Background: an optimization exercise with open tools, aiming at small area, a short achievable clock period and few clock cycles per item. Do not read the settings as production practice. Function was checked by simulation only, so behaviour that the tests miss may differ from the original.

`design/flow/config.mk`:
```
export PLATFORM = sky130hd
export DESIGN_NAME = cooper_coder
export DESIGN_NICKNAME = cooper_coder
export VERILOG_FILES = /design/flow/design.v
export SDC_FILE = /design/flow/constraint.sdc
export NUM_CORES = 4
export LEC_CHECK = 0
export CAP_MARGIN = 20
export CORE_MARGIN = 2
export CORE_UTILIZATION = 30
export PLACE_DENSITY = 0.5
export SLEW_MARGIN = 20
```
`design/flow/constraint.sdc`:
```
create_clock -name core_clock -period 17.0 [get_ports {clk}]
set_input_delay 3.4000 -clock core_clock [delete_from_list [all_inputs] [get_ports {clk}]]
set_output_delay 3.4000 -clock core_clock [all_outputs]
set_load 0.01 [all_outputs]
```
`design/flow/design.v`:
```
module cooper_coder (
    input  wire        clk,
    input  wire        rst,
    input  wire        in_valid,
    output wire        in_ready,
    input  wire [31:0] in_data,
    input  wire        in_count,    
    input  wire        in_last,     
    input  wire        in_end,      
    output wire        out_valid,
    input  wire        out_ready,
    output wire [31:0] out_data,
    output wire        out_last
);
    localparam NB = 38;          
    localparam NS = 8;           
    function [31:0] zigzag;
        input [31:0] r;
        input        cnt;
        begin
            if (cnt)
                zigzag = {r[30:0], 1'b0} ^ {32{r[31]}};
            else
                zigzag = {8'd0, {r[22:0], 1'b0} ^ {24{r[23]}}};
        end
    endfunction
    function [31:0] csa_s;
        input [31:0] a, b, c;
        csa_s = a ^ b ^ c;
    endfunction
    function [31:0] csa_c;
        input [31:0] a, b, c;
        input        ci;
        reg   [31:0] m;
        begin
            m = (a & b) | (a & c) | (b & c);
            csa_c = {m[30:0], ci};
        end
    endfunction
    reg  [5:0]  occ;             
    reg  [3:0]  segs;            
    reg  [4:0]  fcnt;            
    reg         seq_first;       
    reg         lane_cur;
    reg  [7:0]  hf;              
    reg         fm_acc;          
    assign in_ready = (occ != NB[5:0]) && (segs < NS - 1);
    wire accept = in_valid && in_ready;
    reg         f0_v, f0_cnt, f0_last, f0_end;
    reg  [31:0] f0_d;
    always @(posedge clk) begin
        if (rst) f0_v <= 1'b0;
        else     f0_v <= accept;
        f0_d    <= in_data;
        f0_cnt  <= in_count;
        f0_last <= in_last;
        f0_end  <= in_end;
    end
    wire        lane_in   = seq_first ? f0_cnt : lane_cur;
    wire [31:0] x_in      = lane_in ? f0_d : {8'd0, f0_d[31:8]};
    wire [7:0]  f_in      = lane_in ? 8'd0 : f0_d[7:0];
    wire [7:0]  f_ref     = seq_first ? 8'd0 : hf;
    wire        f_chg     = (f_in != f_ref);
    wire        seg_start = (fcnt == 5'd0);
    wire        seg_end   = f0_last || (fcnt == 5'd31);
    wire        fm_eff    = (seg_start ? 1'b0 : fm_acc) | f_chg;
    reg  [5:0]  sq_m    [0:NS-1];
    reg         sq_lane [0:NS-1];
    reg         sq_fm   [0:NS-1];
    reg         sq_sl   [0:NS-1];    
    reg         sq_be   [0:NS-1];    
    reg  [6:0]  sq_pk   [0:NS-1];
    reg  [3:0]  sq_mw, sq_pw, sq_hr;
    always @(posedge clk) begin
        if (f0_v && seg_end) begin
            sq_m[sq_mw[2:0]]    <= {1'b0, fcnt} + 6'd1;
            sq_lane[sq_mw[2:0]] <= lane_in;
            sq_fm[sq_mw[2:0]]   <= fm_eff;
            sq_sl[sq_mw[2:0]]   <= f0_last;
            sq_be[sq_mw[2:0]]   <= f0_last && f0_end;
        end
    end
    reg  [5:0]  wr;              
    always @(posedge clk) begin
        if (rst) begin
            fcnt      <= 5'd0;
            seq_first <= 1'b1;
            lane_cur  <= 1'b0;
            hf        <= 8'd0;
            fm_acc    <= 1'b0;
            sq_mw     <= 4'd0;
            wr        <= 6'd0;
        end else if (f0_v) begin
            lane_cur  <= lane_in;
            seq_first <= f0_last;
            hf        <= f_in;
            fm_acc    <= fm_eff;
            fcnt      <= seg_end ? 5'd0 : fcnt + 5'd1;
            if (seg_end) sq_mw <= sq_mw + 4'd1;
            wr        <= (wr == NB - 1) ? 6'd0 : wr + 6'd1;
        end
    end
    reg [31:0] wbuf [0:NB-1];
    always @(posedge clk) begin
        if (f0_v) wbuf[wr] <= f0_d;
    end
    reg  [31:0] h1, h2, h3;
    wire [31:0] g1 = seq_first ? 32'd0 : h1;
    wire [31:0] g2 = seq_first ? 32'd0 : h2;
    wire [31:0] g3 = seq_first ? 32'd0 : h3;
    wire [31:0] r1 = x_in + ~g1 + 32'd1;
    wire [31:0] r2 = csa_s(x_in, ~{g1[30:0], 1'b0}, g2)
                   + csa_c(x_in, ~{g1[30:0], 1'b0}, g2, 1'b1);
    wire [31:0] a1s = csa_s(x_in, ~g1, ~{g1[30:0], 1'b0});
    wire [31:0] a1c = csa_c(x_in, ~g1, ~{g1[30:0], 1'b0}, 1'b1);
    wire [31:0] a2s = csa_s(g2, {g2[30:0], 1'b0}, ~g3);
    wire [31:0] a2c = csa_c(g2, {g2[30:0], 1'b0}, ~g3, 1'b1);
    wire [31:0] a3s = csa_s(a1s, a1c, a2s);
    wire [31:0] a3c = csa_c(a1s, a1c, a2s, 1'b1);
    wire [31:0] r3 = csa_s(a3s, a3c, a2c) + csa_c(a3s, a3c, a2c, 1'b0);
    reg         f2_v, f2_lane, f2_gs, f2_ge;
    reg  [31:0] f2_u [0:3];
    always @(posedge clk) begin
        if (rst) f2_v <= 1'b0;
        else     f2_v <= f0_v;
        if (f0_v) begin
            h1 <= x_in; h2 <= g1; h3 <= g2;
        end
        f2_u[0] <= zigzag(x_in, lane_in);
        f2_u[1] <= zigzag(r1, lane_in);
        f2_u[2] <= zigzag(r2, lane_in);
        f2_u[3] <= zigzag(r3, lane_in);
        f2_lane <= lane_in;
        f2_gs   <= f0_v && seg_start;
        f2_ge   <= f0_v && seg_end;
    end
    wire [11*128-1:0] acc_all;
    genvar gp, gk;
    generate
        for (gp = 0; gp < 4; gp = gp + 1) begin : g_p
            wire [31:0] u = f2_u[gp];
            wire [32:0] hi;      
            assign hi[32] = 1'b0;
            for (gk = 0; gk < 32; gk = gk + 1) begin : g_hi
                assign hi[gk] = hi[gk+1] | u[gk];
            end
            for (gk = 0; gk < 32; gk = gk + 1) begin : g_k
                wire [4:0] q;
                wire       esc;
                if (gk + 5 <= 32) begin : g_q5
                    assign q = u[gk+4:gk];
                end else begin : g_qn
                    assign q = u[31:gk];
                end
                if (gk + 5 < 32) begin : g_e
                    assign esc = hi[gk+5] | (q[4] & q[3]);
                end else begin : g_ne
                    assign esc = (q[4] & q[3]);
                end
                wire [5:0] add = esc ? (f2_lane ? 6'd56 : 6'd48) : ({1'b0, q} + gk + 1);
                reg  [10:0] c;
                always @(posedge clk) begin
                    c <= (f2_gs ? 11'd0 : c) + {5'd0, add & {6{f2_v}}};
                end
                assign acc_all[(gp*32+gk)*11 +: 11] = c;
            end
        end
    endgenerate
    reg tree_go;
    always @(posedge clk) begin
        if (rst) tree_go <= 1'b0;
        else     tree_go <= f2_ge;
    end
    reg  [10:0] t_c [0:15];
    reg  [2:0]  t_i [0:15];
    reg         t_v;
    integer gi, gj;
    reg  [10:0] m_c;
    reg  [2:0]  m_i;
    reg  [10:0] l1_c [0:3];
    reg  [1:0]  l1_i [0:3];
    reg  [10:0] l2_c [0:1];
    reg  [2:0]  l2_i [0:1];
    always @(posedge clk) begin
        if (rst) t_v <= 1'b0;
        else     t_v <= tree_go;
        begin
            for (gi = 0; gi < 16; gi = gi + 1) begin
                for (gj = 0; gj < 4; gj = gj + 1) begin
                    if (acc_all[(gi*8+2*gj+1)*11 +: 11] < acc_all[(gi*8+2*gj)*11 +: 11]) begin
                        l1_c[gj] = acc_all[(gi*8+2*gj+1)*11 +: 11];
                        l1_i[gj] = 2'd1;
                    end else begin
                        l1_c[gj] = acc_all[(gi*8+2*gj)*11 +: 11];
                        l1_i[gj] = 2'd0;
                    end
                end
                for (gj = 0; gj < 2; gj = gj + 1) begin
                    if (l1_c[2*gj+1] < l1_c[2*gj]) begin
                        l2_c[gj] = l1_c[2*gj+1];
                        l2_i[gj] = {1'b1, l1_i[2*gj+1][0]};
                    end else begin
                        l2_c[gj] = l1_c[2*gj];
                        l2_i[gj] = {1'b0, l1_i[2*gj][0]};
                    end
                end
                if (l2_c[1] < l2_c[0]) begin
                    t_c[gi] <= l2_c[1];
                    t_i[gi] <= {1'b1, l2_i[1][1:0]};
                end else begin
                    t_c[gi] <= l2_c[0];
                    t_i[gi] <= {1'b0, l2_i[0][1:0]};
                end
            end
        end
    end
    reg  [10:0] s_c [0:15];
    reg  [6:0]  s_i [0:15];
    integer si, sl, sn;
    reg  [6:0] pick;
    always @(*) begin
        for (si = 0; si < 16; si = si + 1) begin
            s_c[si] = t_c[si];
            s_i[si] = {si[3:0], t_i[si]};
        end
        sn = 16;
        for (sl = 0; sl < 4; sl = sl + 1) begin
            sn = sn / 2;
            for (si = 0; si < 8; si = si + 1) begin
                if (si < sn) begin
                    if (s_c[2*si+1] < s_c[2*si]) begin
                        s_c[si] = s_c[2*si+1];
                        s_i[si] = s_i[2*si+1];
                    end else begin
                        s_c[si] = s_c[2*si];
                        s_i[si] = s_i[2*si];
                    end
                end
            end
        end
        pick = s_i[0];
    end
    always @(posedge clk) begin
        if (rst) sq_pw <= 4'd0;
        else if (t_v) sq_pw <= sq_pw + 4'd1;
        if (t_v) sq_pk[sq_pw[2:0]] <= pick;
    end
    reg  [5:0]  rd;              
    reg  [5:0]  ecnt;            
    reg         e_newseq;        
    wire        eadv;            
    wire [2:0]  hs = sq_hr[2:0];
    wire        head_ok = (sq_pw != sq_hr);
    wire        issue   = eadv && head_ok;
    wire        e_lastw = (ecnt + 6'd1 == sq_m[hs]);
    reg         e1_v, e1_first, e1_lane, e1_fm, e1_ns, e1_be;
    reg  [6:0]  e1_pk;
    reg  [31:0] e1_d;
    always @(posedge clk) begin
        if (rst) begin
            occ      <= 6'd0;
            segs     <= 4'd0;
            rd       <= 6'd0;
            ecnt     <= 6'd0;
            sq_hr    <= 4'd0;
            e_newseq <= 1'b1;
            e1_v     <= 1'b0;
        end else begin
            occ  <= occ + {5'd0, accept} - {5'd0, issue};
            segs <= segs + {3'd0, f0_v && seg_start} - {3'd0, issue && e_lastw};
            if (eadv) e1_v <= head_ok;
            if (issue) begin
                rd <= (rd == NB - 1) ? 6'd0 : rd + 6'd1;
                if (e_lastw) begin
                    ecnt     <= 6'd0;
                    sq_hr    <= sq_hr + 4'd1;
                    e_newseq <= sq_sl[hs];
                end else begin
                    ecnt     <= ecnt + 6'd1;
                    e_newseq <= 1'b0;
                end
            end
        end
        if (issue) begin
            e1_d     <= wbuf[rd];
            e1_first <= (ecnt == 6'd0);
            e1_lane  <= sq_lane[hs];
            e1_fm    <= sq_fm[hs];
            e1_ns    <= e_newseq;
            e1_be    <= sq_be[hs] && e_lastw;
            e1_pk    <= sq_pk[hs];
        end
    end
    reg  [31:0] x1, x2, x3;      
    reg  [7:0]  xf;              
    wire [31:0] e1_x = e1_lane ? e1_d : {8'd0, e1_d[31:8]};
    wire [7:0]  e1_f = e1_lane ? 8'd0 : e1_d[7:0];
    wire [31:0] y1 = e1_ns ? 32'd0 : x1;
    wire [31:0] y2 = e1_ns ? 32'd0 : x2;
    wire [31:0] y3 = e1_ns ? 32'd0 : x3;
    wire [7:0]  yf = e1_ns ? 8'd0 : xf;
    wire [1:0]  ep = e1_pk[6:5];
    wire [31:0] oa = (ep[0])    ? ~y1 : 32'd0;
    wire [31:0] ob = (ep[1])    ? ~{y1[30:0], 1'b0} : 32'd0;
    wire [31:0] oc = (ep[1])    ? y2 : 32'd0;
    wire [31:0] od = (ep == 2'd3) ? {y2[30:0], 1'b0} : 32'd0;
    wire [31:0] oe = (ep == 2'd3) ? ~y3 : 32'd0;
    wire [31:0] b1s = csa_s(e1_x, oa, ob);
    wire [31:0] b1c = csa_c(e1_x, oa, ob, ep != 2'd0);
    wire [31:0] b2s = csa_s(oc, od, oe);
    wire [31:0] b2c = csa_c(oc, od, oe, ep == 2'd3);
    wire [31:0] b3s = csa_s(b1s, b1c, b2s);
    wire [31:0] b3c = csa_c(b1s, b1c, b2s, ep == 2'd3);
    wire [31:0] e_res = csa_s(b3s, b3c, b2c) + csa_c(b3s, b3c, b2c, 1'b0);
    reg         e2_v, e2_first, e2_lane, e2_fm, e2_chg, e2_be;
    reg  [6:0]  e2_pk;
    reg  [31:0] e2_u;
    reg  [7:0]  e2_f;
    always @(posedge clk) begin
        if (rst) e2_v <= 1'b0;
        else if (eadv) e2_v <= e1_v;
        if (eadv && e1_v) begin
            x1 <= e1_x; x2 <= y1; x3 <= y2; xf <= e1_f;
        end
        if (eadv) begin
            e2_u     <= zigzag(e_res, e1_lane);
            e2_f     <= e1_f;
            e2_chg   <= (e1_f != yf);
            e2_first <= e1_first;
            e2_lane  <= e1_lane;
            e2_fm    <= e1_fm;
            e2_be    <= e1_be;
            e2_pk    <= e1_pk;
        end
    end
    wire [4:0]  ek   = e2_pk[4:0];
    wire [31:0] eq   = e2_u >> ek;
    wire        eesc = (|eq[31:5]) | (eq[4] & eq[3]);
    wire [5:0]  ew   = e2_lane ? 6'd32 : 6'd24;
    wire [3:0]  efl  = e2_fm ? (e2_chg ? 4'd9 : 4'd1) : 4'd0;
    wire [8:0]  efb  = (e2_fm && e2_chg) ? {1'b1, e2_f} : 9'd0;
    wire [31:0] emask = (32'd1 << ek) - 32'd1;
    wire [31:0] edat  = eesc ? e2_u : (e2_u & emask);
    wire [6:0]  elo   = {3'd0, efl} + (eesc ? {1'b0, ew} : {2'd0, ek} + 7'd1);
    wire [6:0]  elw   = elo + (eesc ? 7'd24 : {2'd0, eq[4:0]});
    wire [7:0]  ehdr  = e2_lane ? {1'b0, e2_pk} : {e2_pk, e2_fm};
    wire [3:0]  eh    = e2_first ? (e2_lane ? 4'd7 : 4'd8) : 4'd0;
    reg         e3_v, e3_be;
    reg  [40:0] e3_low;
    reg  [6:0]  e3_lo, e3_lw, e3_len;
    reg  [7:0]  e3_hdr;
    always @(posedge clk) begin
        if (rst) e3_v <= 1'b0;
        else if (eadv) e3_v <= e2_v;
        if (eadv) begin
            e3_low <= ({9'd0, edat} << efl) | {32'd0, efb};
            e3_lo  <= elo;
            e3_lw  <= elw;
            e3_len <= elw + {3'd0, eh};
            e3_hdr <= e2_first ? ehdr : 8'd0;
            e3_be  <= e2_be;
        end
    end
    wire [64:0] eones = ((65'd1 << e3_lw) - 65'd1) & ~((65'd1 << e3_lo) - 65'd1);
    wire [64:0] ecode = eones | {24'd0, e3_low} | ({57'd0, e3_hdr} << e3_lw);
    reg         cv, c_be;
    reg  [64:0] c_code;
    reg  [6:0]  c_len;
    reg  [95:0] pk_bits;
    reg  [6:0]  pk_cnt;
    reg  [2:0]  pk_last;         
    assign out_valid = pk_cnt[6] | pk_cnt[5];
    assign out_data  = pk_bits[95:64];
    assign out_last  = pk_last[0];
    wire         pop   = out_valid && out_ready;
    wire [7:0]   sum   = {1'b0, pk_cnt} + {1'b0, c_len};
    wire         ok_np = (sum <= 8'd96);
    wire         ok_p  = (sum <= 8'd128);
    wire         push  = cv && (pop ? ok_p : ok_np);
    assign eadv = !cv || push;
    wire [6:0]   sh    = 7'd0 - sum[6:0];             
    wire [127:0] place = {63'd0, c_code} << sh;
    wire [7:0]   rsum  = (sum[4:0] == 5'd0) ? sum : {sum[7:5] + 3'd1, 5'd0};
    wire [6:0]   csub  = pop ? 7'd32 : 7'd0;
    wire [2:0]   last_mid = pop ? {1'b0, pk_last[2:1]} : pk_last;
    wire [6:0]   rnew  = rsum[6:0] - csub;            
    always @(posedge clk) begin
        if (rst) begin
            cv      <= 1'b0;
            pk_bits <= 96'd0;
            pk_cnt  <= 7'd0;
            pk_last <= 3'd0;
        end else begin
            if (eadv) cv <= e3_v;
            if (pop)
                pk_bits <= {pk_bits[63:0], 32'd0} | (push ? place[95:0] : 96'd0);
            else
                pk_bits <= pk_bits | (push ? place[127:32] : 96'd0);
            if (push) begin
                if (c_be) begin
                    pk_cnt  <= rnew;
                    pk_last <= last_mid | {rnew[6] & rnew[5], rnew[6] & !rnew[5], !rnew[6]};
                end else begin
                    pk_cnt  <= sum[6:0] - csub;
                    pk_last <= last_mid;
                end
            end else begin
                pk_cnt  <= pk_cnt - csub;
                pk_last <= last_mid;
            end
        end
        if (eadv) begin
            c_code <= ecode;
            c_len  <= e3_len;
            c_be   <= e3_be;
        end
    end
endmodule
```
`design/flow/run.sh`:
```
#!/bin/bash
# synth_recipe.tcl (not shown) runs the flow's synth.tcl, then flattens the netlist and writes it again
# the make line also repeats each setting of config.mk as NAME=value (left out here)
make -C /OpenROAD-flow-scripts/flow DESIGN_CONFIG=/design/flow/config.mk WORK_HOME=/design/flow/orfs CLKGATE_MAP_FILE= SYNTH_SCRIPT=/design/flow/synth_recipe.tcl finish
```
==> impl_summary.log <==
INFO  metric outcome = complete, no violations
INFO  metric fillerInstances = 81900
INFO  metric place_congestion = 0.896
INFO  metric grt_usage = 16.8%
INFO  metric totalWireLength = 711000 µm
INFO  metric ys_top_cells_by_area = edfxtp_1 (22%), dfxtp_1 (16%), ha_1 (12%), mux2i_1 (5.6%), xnor2_1 (4.3%)
INFO  metric worstHoldPathCells = 0
INFO  metric netlist_instances = 24200
INFO  metric ant_nets = 0
INFO  metric port_buffers = 73
INFO  metric timing.critical_path.slowest_stage_cell = mux2i_1
INFO  metric postLayoutSetupSlackWorst = 7.36 ns
INFO  metric ff2ff_path_depth = 39
INFO  metric setup_crit_path_kind = flop to flop
INFO  metric yosys_register_bits = 3763
INFO  metric cp-end-kind = flop
INFO  metric crit_arrival = 10.36 ns
INFO  metric clkSlewWorstSetupHoldPaths = 0.06 ns
INFO  metric placement.setup.worst_slack = 7.32 ns
INFO  metric grt_pass1_wl = 1080000 µm
INFO  metric synth_ff_type = dfxtp_1
INFO  metric worst_skew_pair.late_latency = 1.13 ns
INFO  metric layout-drive-gt1-share = 8.17%
INFO  metric min_period = 9.64 ns
INFO  metric async_flop_share = 0%
INFO  metric viasPerCell = 4.91
INFO  metric postSynthNetCount = 27100
INFO  metric dieWidth = 904 µm
INFO  metric synth-warning-count = 10
INFO  metric start_kind = flop
INFO  metric worst_hold_startpoint = e3_len[0]
INFO  metric grt_pass1_vias = 172000
INFO  metric slew_headroom = 18.5%
INFO  metric timing.final.crit_share = 56.7%
INFO  metric synthDominantCellAreaShare = 22.1%
INFO  metric worstMarginPinSlew = 1.22 ns
INFO  metric whs_endpoint = c_len[0]
INFO  metric timing.final.max_slew_violations = 0
INFO  metric drt_pass1_iterations = 7
INFO  metric dieArea = 818000 µm²
INFO  metric dp_hpwl = 519000 µm
INFO  metric cts_hold_buffers = 0
INFO  metric placement_rows = 330
INFO  metric design.final.nets = 26900
INFO  metric worst_hold_path_type = flop to flop
INFO  metric most_common_cell_after_layout_fill_and_taps_aside = inv_1
INFO  metric netlist.top_cell.by_area = edfxtp_1
INFO  metric edff_count_synth = 1792
INFO  metric finalInstanceArea = 272000 µm²
INFO  metric yosysUniqueCellTypes = 110
INFO  metric r2r-end = sq_pk[1][3]
INFO  metric crit_fanout = 26
INFO  metric area_growth_from_synthesis_to_layout = 12.0%
INFO  metric cts_resized = 0
INFO  metric h-tree-depth = 5
INFO  metric num_io_pins = 74
INFO  metric worst_clock_skew = 0.147 ns
INFO  metric max_freq = 104 MHz
INFO  metric yosysSeqAreaShare = 38.4%
INFO  metric grt_ovf = 0
INFO  metric detailedRoute.firstIterationViolations = 11900
INFO  metric crit_path_required_time = 17.72 ns
INFO  metric finalSetupViolations = 0
INFO  metric remaining_drc_errors = 0
INFO  metric rr_startpoint = t_c[12][2]
INFO  metric setup-tns-final = 0 ns
INFO  metric hold_viol_final = 0
INFO  metric final_cell_mix = inv_1 (2450), ha_1 (2418), nor2_1 (2163), dfxtp_1 (1938), edfxtp_1 (1792)
INFO  metric chipHeight = 904 µm
INFO  metric fin_util = 33.7%
INFO  metric critical-path-max-stage-delay = 0.63 ns
INFO  metric worstSetupStartpoint = t_c[12][2]
INFO  metric effective_utilization_at_floorplan = 30.1%
INFO  metric grt_start_max_net_pins = 141
INFO  metric cts_tree = yes
INFO  metric tritoncts.num_buffers = 445
INFO  metric post_cts.repair.setup_buffers = 0
INFO  metric cpMostUsedCell = a21o_1
INFO  metric placeableCoreArea = 808000 µm²
INFO  metric via_count = 173000
INFO  metric antenna_found_initial = 47
INFO  metric post_drt_wl_per_cell = 20.2 µm
INFO  metric grt_setup_unrepaired = false
INFO  metric root_buffer = clkbuf_16
INFO  metric cts_buffer_depth = 4
INFO  metric synth.avg_cell_area = 10.1 µm²
INFO  metric cap_viol_max_count = 0
INFO  metric placed_area = 257000 µm²
INFO  metric rrSetupSlack = 7.36 ns
INFO  metric cts_num_sinks = 3763
INFO  metric synth_area = 243000 µm²
-- critical path, delay by kind of cell (launching register included) --
kind | cells | cell delay [ns]
AO/OA/AOI/OAI | 25 | 5.28
adder cells (fa/ha/maj) | 4 | 1.30
buffers and inverters | 2 | 0.40
flip-flops | 1 | 0.32
multiplexers | 3 | 1.56
AND/OR/NAND/NOR | 5 | 0.51
-- registers in the layout (all words and copies together) (netlist names), 32 cells and up, named ones only --
signal / cells
c_code: 65
e1_d: 32
e2_u: 32
e3_low: 41
f0_d: 32
f2_u: 128
g_p.g_k.c: 1408
h1: 32
h2: 32
h3: 32
pk_bits: 96
sq_m: 48
sq_pk: 56
t_c: 176
t_i: 48
wbuf: 1216
x1: 32
x2: 32
x3: 32
-- layout make-up --
type	count	area, µm²	area share, %
Multi-Input combinational cell	17000	138000	50.5
Sequential cell	3763	93300	34.3
Tap cell	10800	13500	4.96
Clock buffer	592	12300	4.52
Inverter	2458	9240	3.39
Timing Repair Buffer	389	3230	1.19
Clock inverter	235	2980	1.10
Antenna cell	9	22.5	0.00827
-- synth_stat cells, types with 181 or more instances --
library cell	n
inv_1	2454
ha_1	2421
nor2_1	2209
dfxtp_1	1971
edfxtp_1	1792
a21oi_1	1647
mux2i_1	1359
xnor2_1	1190
nand2_1	960
o21ai_0	831
nor2b_1	805
clkbuf_1	741
a21o_1	712
xor2_1	521
nand3_1	463
mux4_2	462
fa_1	405
nor3_1	349
o21bai_1	334
nand2b_1	277
mux2_2	260
and3_1	182
a211oi_1	181
-- metal layers --
| metal | global-route usage, % | routed length [µm] |
|---|---|---|
| met1 | 24.1 | 344000 |
| met2 | 27.2 | 319000 |
| met3 | 1.85 | 30100 |
| met4 | 3.95 | 18300 |
| met5 | 0 | 50 |
-- kinds of logic (layout without fill, tap and decap cells) --
logic type                 count (synthesis)  after routing  synth area share (%)
AOI/OAI and AO/OA                       4585           4585                  11.8
xor gates and xnor gates                1718           1718                  6.23
adders and majority gates               2826           2826                  15.8
buffers and inverters                   3413           3674                  5.35
DFF                                     3763           3763                  38.4
muxes                                   2083           2083                  11.1
other                                      0              9                     0
and+or+nand+nor                         5801           5801                  11.4
-- metrics by stage --
step	std cells	hold slack, ns
4_1_cts	35200	0.358
2_1_floorplan	24200	0.400
6_report	35200	0.372
3_3_place_gp	34400	0.405
3_5_place_dp	34400	0.410
5_1_grt	35200	0.369
-- how the worst max path moves through the flow --
stage / cells past startpoint / slack, ns / endpoint
finish: 39 / 7.36 / sq_pk[1][3]
global route: 38 / 6.50 / sq_pk[1][2]
CTS: 39 / 7.30 / sq_pk[3][1]
detailed placement: 39 / 7.32 / sq_pk[0][0]
global placement: 39 / 7.00 / sq_pk[2][5]
floorplan: 19 / 0.42 / occ[4]
Testbench counts, summed over its fixed seeds: cycles 20,207, items 19,549.

==> port drivers added, routing unchanged <==
The flow's constraints put no driver on any port. The routed layout listed below was extracted and timed again, unchanged, in two steps. Step 1, drivers: a clkbuf_16 drives clk and a buf_2 each remaining input, both assumed. Step 2 times the ports against the registers' clock, not the clock port: input delays grow and output delays shrink by t, the midpoint of the rising clock arrivals with the driver on. Slacks: no drivers / after step 1 / after step 2; pairs: no drivers / after step 1.
shift t [ns]: 1.205
setup slack, ns: 7.361 / 7.361 / 7.361
worst data-port slew with drivers (ns): 0.07
After both steps setup and hold are still met in this run. For this run, drivers alone change the setup slack by 0.000 ns; drivers and shift together by 0.000 ns.
